This design comes from an exercise in tuning for small area, a short achievable clock period and few clock cycles per item on the open sky130 flow, not from production work.
For this run, only the layout was checked, not whether the RTL still works.

## flow/run.sh

```bash
#!/bin/bash
# synth_recipe.tcl (not shown) runs the flow's synth.tcl, then flattens the netlist and writes it again
# the make line also repeats each setting of config.mk as NAME=value (left out here)
make -C /OpenROAD-flow-scripts/flow DESIGN_CONFIG=/design/flow/config.mk WORK_HOME=/design/flow/orfs CLKGATE_MAP_FILE= SYNTH_SCRIPT=/design/flow/synth_recipe.tcl finish
```

## flow/config.mk

```make
export PLATFORM = sky130hd
export DESIGN_NAME = sha256_engine
export DESIGN_NICKNAME = sha256_engine
export VERILOG_FILES = /design/flow/design.v
export SDC_FILE = /design/flow/constraint.sdc
export NUM_CORES = 4
export LEC_CHECK = 0
export CAP_MARGIN = 20
export CORE_MARGIN = 2
export CORE_UTILIZATION = 40
export SLEW_MARGIN = 20
```

## flow/constraint.sdc

```tcl
create_clock -name core_clock -period 10.0 [get_ports {clk}]
set_input_delay 2.0000 -clock core_clock [delete_from_list [all_inputs] [get_ports {clk}]]
set_output_delay 2.0000 -clock core_clock [all_outputs]
set_load 0.01 [all_outputs]
```

## flow/design.v

```verilog
module sha256_engine (
    input  wire         clk,
    input  wire         rst,         
    input  wire         in_valid,
    output wire         in_ready,
    input  wire         in_first,    
    input  wire [511:0] in_block,
    output wire         out_valid,
    input  wire         out_ready,
    output wire [255:0] out_digest
);
  localparam [255:0] IV = 256'h6a09e667bb67ae853c6ef372a54ff53a510e527f9b05688c1f83d9ab5be0cd19;
  reg        run;          
  reg  [5:0] t;            
  reg        fill_ok;      
  reg        h_pend;       
  reg        ov;           
  reg  [5:0] rot;          
  reg [31:0]  a, b, c, e, f, g, p, q;
  reg [255:0] hreg;        
  reg [511:0] w;           
  wire [5:0] tn = t + 6'd1;
  reg [31:0] k_n;          
  always @(*) begin
    case (tn)
      6'd0: k_n = 32'h428a2f98; 6'd1: k_n = 32'h71374491;
      6'd2: k_n = 32'hb5c0fbcf; 6'd3: k_n = 32'he9b5dba5;
      6'd4: k_n = 32'h3956c25b; 6'd5: k_n = 32'h59f111f1;
      6'd6: k_n = 32'h923f82a4; 6'd7: k_n = 32'hab1c5ed5;
      6'd8: k_n = 32'hd807aa98; 6'd9: k_n = 32'h12835b01;
      6'd10: k_n = 32'h243185be; 6'd11: k_n = 32'h550c7dc3;
      6'd12: k_n = 32'h72be5d74; 6'd13: k_n = 32'h80deb1fe;
      6'd14: k_n = 32'h9bdc06a7; 6'd15: k_n = 32'hc19bf174;
      6'd16: k_n = 32'he49b69c1; 6'd17: k_n = 32'hefbe4786;
      6'd18: k_n = 32'h0fc19dc6; 6'd19: k_n = 32'h240ca1cc;
      6'd20: k_n = 32'h2de92c6f; 6'd21: k_n = 32'h4a7484aa;
      6'd22: k_n = 32'h5cb0a9dc; 6'd23: k_n = 32'h76f988da;
      6'd24: k_n = 32'h983e5152; 6'd25: k_n = 32'ha831c66d;
      6'd26: k_n = 32'hb00327c8; 6'd27: k_n = 32'hbf597fc7;
      6'd28: k_n = 32'hc6e00bf3; 6'd29: k_n = 32'hd5a79147;
      6'd30: k_n = 32'h06ca6351; 6'd31: k_n = 32'h14292967;
      6'd32: k_n = 32'h27b70a85; 6'd33: k_n = 32'h2e1b2138;
      6'd34: k_n = 32'h4d2c6dfc; 6'd35: k_n = 32'h53380d13;
      6'd36: k_n = 32'h650a7354; 6'd37: k_n = 32'h766a0abb;
      6'd38: k_n = 32'h81c2c92e; 6'd39: k_n = 32'h92722c85;
      6'd40: k_n = 32'ha2bfe8a1; 6'd41: k_n = 32'ha81a664b;
      6'd42: k_n = 32'hc24b8b70; 6'd43: k_n = 32'hc76c51a3;
      6'd44: k_n = 32'hd192e819; 6'd45: k_n = 32'hd6990624;
      6'd46: k_n = 32'hf40e3585; 6'd47: k_n = 32'h106aa070;
      6'd48: k_n = 32'h19a4c116; 6'd49: k_n = 32'h1e376c08;
      6'd50: k_n = 32'h2748774c; 6'd51: k_n = 32'h34b0bcb5;
      6'd52: k_n = 32'h391c0cb3; 6'd53: k_n = 32'h4ed8aa4a;
      6'd54: k_n = 32'h5b9cca4f; 6'd55: k_n = 32'h682e6ff3;
      6'd56: k_n = 32'h748f82ee; 6'd57: k_n = 32'h78a5636f;
      6'd58: k_n = 32'h84c87814; 6'd59: k_n = 32'h8cc70208;
      6'd60: k_n = 32'h90befffa; 6'd61: k_n = 32'ha4506ceb;
      6'd62: k_n = 32'hbef9a3f7; default: k_n = 32'hc67178f2;
    endcase
  end
  function [31:0] rotr;
    input [31:0] x;
    input integer n;
    rotr = (x >> n) | (x << (32 - n));
  endfunction
  wire [31:0] big_s1 = rotr(e, 6) ^ rotr(e, 11) ^ rotr(e, 25);
  wire [31:0] ch     = (e & f) ^ (~e & g);
  wire [31:0] big_s0 = rotr(a, 2) ^ rotr(a, 13) ^ rotr(a, 22);
  wire [31:0] maj    = (a & b) ^ (a & c) ^ (b & c);
  wire [31:0] a_n    = p + big_s1 + ch + big_s0 + maj;
  wire [31:0] e_n    = q + big_s1 + ch;
  wire [31:0] w0  = w[511:480];
  wire [31:0] w1  = w[479:448];
  wire [31:0] w9  = w[223:192];
  wire [31:0] w14 = w[63:32];
  wire [31:0] sm_s0 = rotr(w1, 7) ^ rotr(w1, 18) ^ (w1 >> 3);
  wire [31:0] sm_s1 = rotr(w14, 17) ^ rotr(w14, 19) ^ (w14 >> 10);
  wire [31:0] w_new = w0 + sm_s0 + w9 + sm_s1;
  wire        fill_pos = (tn[5:4] == 2'b11);            
  wire [31:0] in_word  = in_block[511 - 32*tn[3:0] -: 32];
  wire last   = (t == 6'd63);
  wire stall  = run & (((t == 6'd62) & h_pend) | (last & ov & ~out_ready));
  wire spin   = stall | (rot != 6'd0);
  wire finish = run & last & ~spin;
  assign in_ready = last & ~spin & (~run | fill_ok);
  wire acc    = in_ready & in_valid;
  wire set_iv = (h_pend | (acc & ~run & in_first)) & (~ov | out_ready) & ~finish;
  wire [255:0] dg = {a_n, hreg[223:192] + a, hreg[191:160] + b, hreg[159:128] + c,
                     e_n, hreg[95:64] + e, hreg[63:32] + f, hreg[31:0] + g};
  wire [255:0] init = in_first ? IV : (run ? dg : hreg);
  wire        zero_gc = last & (in_first | ~run);
  wire [31:0] g_sel = zero_gc ? 32'h0 : g;
  wire [31:0] c_sel = zero_gc ? 32'h0 : c;
  wire [31:0] h7_sel = in_first ? IV[31:0] : hreg[31:0];
  wire [31:0] h3_sel = in_first ? IV[159:128] : hreg[159:128];
  wire [31:0] xp = (t == 6'd62) ? hreg[255:224] : (last ? h7_sel : 32'h0);
  wire [31:0] xq = (t == 6'd62) ? hreg[127:96]  : (last ? h7_sel : 32'h0);
  wire [31:0] yq = last ? h3_sel : 32'h0;
  wire [31:0] kw = k_n + w0;
  wire [31:0] p_n = g_sel + xp + kw;
  wire [31:0] q_n = g_sel + xq + c_sel + yq + kw;
  assign out_valid  = ov;
  assign out_digest = hreg;
  always @(posedge clk) begin
    if (rst) begin
      run     <= 1'b0;
      t       <= 6'd47;
      fill_ok <= 1'b0;
      h_pend  <= 1'b0;
      ov      <= 1'b0;
      rot     <= 6'd0;
    end else begin
      rot <= spin ? ((rot == 6'd47) ? 6'd0 : rot + 6'd1) : 6'd0;
      if (finish)
        ov <= 1'b1;
      else if (out_ready)
        ov <= 1'b0;
      if (acc & in_first & run)
        h_pend <= 1'b1;
      else if (acc & in_first & ov & ~out_ready)
        h_pend <= 1'b1;
      else if (set_iv)
        h_pend <= 1'b0;
      if (!spin) begin
        if (run & (t == 6'd47))
          fill_ok <= in_valid;
        if (last) begin
          run <= acc;
          t   <= acc ? 6'd0 : 6'd47;
        end else if (run | in_valid | (t != 6'd47)) begin
          t <= tn;
        end
      end
    end
    if (finish)
      hreg <= dg;
    else if (set_iv)
      hreg <= IV;
    if (spin) begin
      w <= {w[479:0], w0};
      {a, b, c} <= {c, a, b};
      {e, f, g} <= {g, e, f};
    end else begin
      w <= {w[479:0], fill_pos ? in_word : w_new};
      if (acc) begin
        {a, b, c} <= init[255:160];
        {e, f, g} <= init[127:32];
      end else begin
        {a, b, c} <= {a_n, a, b};
        {e, f, g} <= {e_n, e, f};
      end
      p <= p_n;
      q <= q_n;
    end
  end
endmodule
```

==> run summary <==
number of synthesized register bits: 1,040
Placeable Area: 0.169 mm2
status: timing/DRC/antenna clean
Slew headroom: 21.7%
clock buffer depth: 3
Worst Hold Class: flip-flop to flip-flop
skew final: 0.0930 ns
Iteration-0 DRC Markers: 6,171
initial antenna violation count: 34
CP endpoint: q[31]
syn_nets: 8,461
Placed Area: 0.0782 mm2
area grow syn2layout: 20.8%
routability cong.: 1.04
Final Slew Violations: 0
residual DRC count: 0
routed length per instance: 30.9 um
Crit Path Class: flip-flop to flip-flop
CP Launch Type: flip-flop
Post-synth EDFFs: 320
worst-skew pair later-pin latency: 0.79 ns
layout cells sized above 1: 6.07%
GR Util All Layers: 35.5%
Post-Route WL: 315,000 um
DRT antenna net count: 0
CP required: 10.49 ns
fin crit share: 87.2%
DP Wirelength: 254,000 um
Clock Tree Root: clkbuf_16
register area share after synthesis: 35.4%
port buffer count: 774
first-pass GRT wire length: 437,000 um
grt total ovfl: 0
largest net degree at the start of global routing: 133
CP Capture Type: flip-flop
Bufs and invs on worst path: 3
Post-layout nets: 9,095
Finished Cell Area: 0.0819 mm2
Post-synth ARST share: 0%
Top delay family on crit path: compound AO/OA/AOI/OAI gates
cell mode on critical path: o21ai_0
postcts setup bufs: 0
CTS buffer count: 108
Reg clk slew, reported paths: 0.07 ns
I/O pin count: 775
TritonCTS clock tree: done
fillers: 15,900
Yosys Warn Count: 1
row count: 151
Critical Path Max Stage Delay: 0.85 ns
Worst Setup SP: t[0]
critical path arrival: 9.22 ns
Final min period: 8.72 ns
Max-cap violations: 0
R2R Setup Slk: 1.28 ns
Worst Tran Pin Value: 1.16 ns
worst-case reg-to-reg path depth: 30
vias post-DR: 59,200
Unique masters post-synth: 97
number of cells on the critical path: 30
hold_buf cts: 0
initial core utilization: 40.2%
fmax: 0.115 GHz
die area: 0.173 mm2
vias in the first global route: 58,600
H-tree depth: 3
count of cells resized by post-cts repair: 0
Fin. Hold Viols: 0
Synth Cell Area: 0.0678 mm2
Post-Syn Instances: 7,230
Sink Count: 1,040
Avg Cell Area, Syn: 9.38 um2
Chip Width: 416 um
Pre-antenna DRT Iters: 6
die height: 416 um
CP max FO: 33
final setup violation count: 0
Sum Neg Setup Slack: 0 ns
RSZ-0062 raised after global routing: no
ys flop type: dfxtp_1
post-DR vias/cell: 5.81
R2R Path End: q[31]
Crit-path slowest cell: ha_1
Worst R2R Start: t[0]
## metal layers
layer / vias to the layer above / track usage, % / wire [um]
met5: - / 0 / 23
met4: 4 / 23.6 / 24800
met3: 594 / 4.95 / 21200
met2: 2728 / 60.4 / 151000
met1: 29300 / 41.9 / 118000
li1: 26600 / - / -
## synth_stat cells (60+ instances only)
cell type	number	area, um2
clkbuf_1	303	1140
and2_1	102	638
a211oi_1	69	518
fa_1	317	6350
o21a_1	70	526
o21ai_0	547	2740
edfxtp_1	320	9610
ha_1	397	4970
mux4_2	97	2180
a21o_1	189	1420
nand2b_1	74	463
and3_1	64	400
inv_1	510	1910
xnor2_1	366	3210
nor3_1	80	400
xor2_1	222	1940
mux2i_1	116	1160
nor2_1	529	1990
buf_1	60	225
dfxtp_1	720	14400
nand2_1	691	2590
nand3_1	73	365
a31oi_1	99	619
a21oi_1	561	2810
## cell type report
cell class | count | area [um2] | share of cell area [%]
clock buffers | 162 | 3230 | 3.95
inverters | 515 | 1940 | 2.36
flip-flops and latches | 1040 | 24000 | 29.3
well taps | 2218 | 2780 | 3.39
repair buffers | 907 | 8860 | 10.8
multi-input cells | 5292 | 40600 | 49.5
clock inverters | 41 | 458 | 0.559
diodes | 24 | 60.1 | 0.0733
## cells in the final DEF, fill, tap and decap left out, types with 113 or more instances in the layout
cell,count
ha_1,395
clkbuf_16,113
xor2_1,221
o21ai_0,546
fa_1,317
nand2_1,687
a21o_1,188
xnor2_1,361
a21oi_1,560
dfxtp_1,718
mux2i_1,116
edfxtp_1,320
inv_1,510
buf_4,125
clkdlybuf4s50_1,773
nor2_1,525
## how the worst min path moves through the flow
stage           start  endpoint  slack [ns]  cells after the start
3_5_place_dp    w[69]    w[101]        0.31                      0
3_3_place_gp   w[300]    w[332]        0.31                      0
6_report       w[227]    w[259]        0.30                      0
4_1_cts        w[227]    w[259]        0.29                      0
2_1_floorplan   w[68]    w[100]        0.31                      0
5_1_grt        w[227]    w[259]        0.30                      0
## registers in the layout, summed over array words and instances, names as in the netlist
register  count
c            32
p            32
w           512
b            32
run           1
fill_ok       1
f            32
t             6
ov            1
g            32
rot           6
e            32
h_pend        1
q            32
a            32
hreg        256
## cells by family after synthesis
| family | share of synthesized area, % |
|---|---|
| fa+ha+maj | 16.9 |
| flops | 35.4 |
| compound gates | 18.4 |
| simple gates | 11.7 |
| buf+inv | 5.01 |
| xor+xnor | 7.59 |
| mux | 4.98 |
## metrics by stage
step / std cells / setup slack (ns) / utilization [%] / hold slack (ns)
2_1_floorplan: 7230 / 1.89 / - / 0.310
3_3_place_gp: 9972 / 1.33 / 46.3 / 0.310
3_5_place_dp: 9972 / 1.42 / 46.3 / 0.312
4_1_cts: 10200 / 1.37 / 48.5 / 0.290
5_1_grt: 10200 / 0.458 / 48.5 / 0.303
6_report: 10200 / 1.28 / 48.5 / 0.301
## worst reg2reg max path, delay by kind of cell (launching register included)
kind	cells	cell delay [ns]
adder cells (fa/ha/maj)	4	1.98
AO/OA/AOI/OAI	18	4.45
AND/OR/NAND/NOR	4	0.64
flip-flops	1	0.63
XOR/XNOR	1	0.16
buffers and inverters	3	0.57

==> afterwards: timing with drivers on the ports <==
No port has a modelled driver above. Below, the same layout with a new extraction and two added sets of constraints.
Step 1 (the two cells are an assumption about what drives the block):
set clk [get_ports {clk}]
set_driving_cell -lib_cell sky130_fd_sc_hd__clkbuf_16 $clk
set_driving_cell -lib_cell sky130_fd_sc_hd__buf_2 [delete_from_list [all_inputs] $clk]
Step 2 adds t to the input delays and takes it off the output delays; t is the mean of the earliest and latest rising clock arrival at the registers after step 1. Input paths then give back, and output paths get back, about the clock's delay inside the block.
a / b / c = ideal / step 1 / step 2; a / b = the first two.
shift t [ns]: 0.840
setup slack, ns: 1.276 / 1.276 / 1.276
hold WS [ns]: 0.301 / 0.301 / 0.301
latest minus earliest clock arrival (ns): 0.094 / 0.094
slew at the worst register clock pin (ns): 0.07 / 0.07
After both steps setup and hold are still met in this run. For this run, drivers alone change the setup slack by 0.000 ns; drivers and shift together by 0.000 ns.
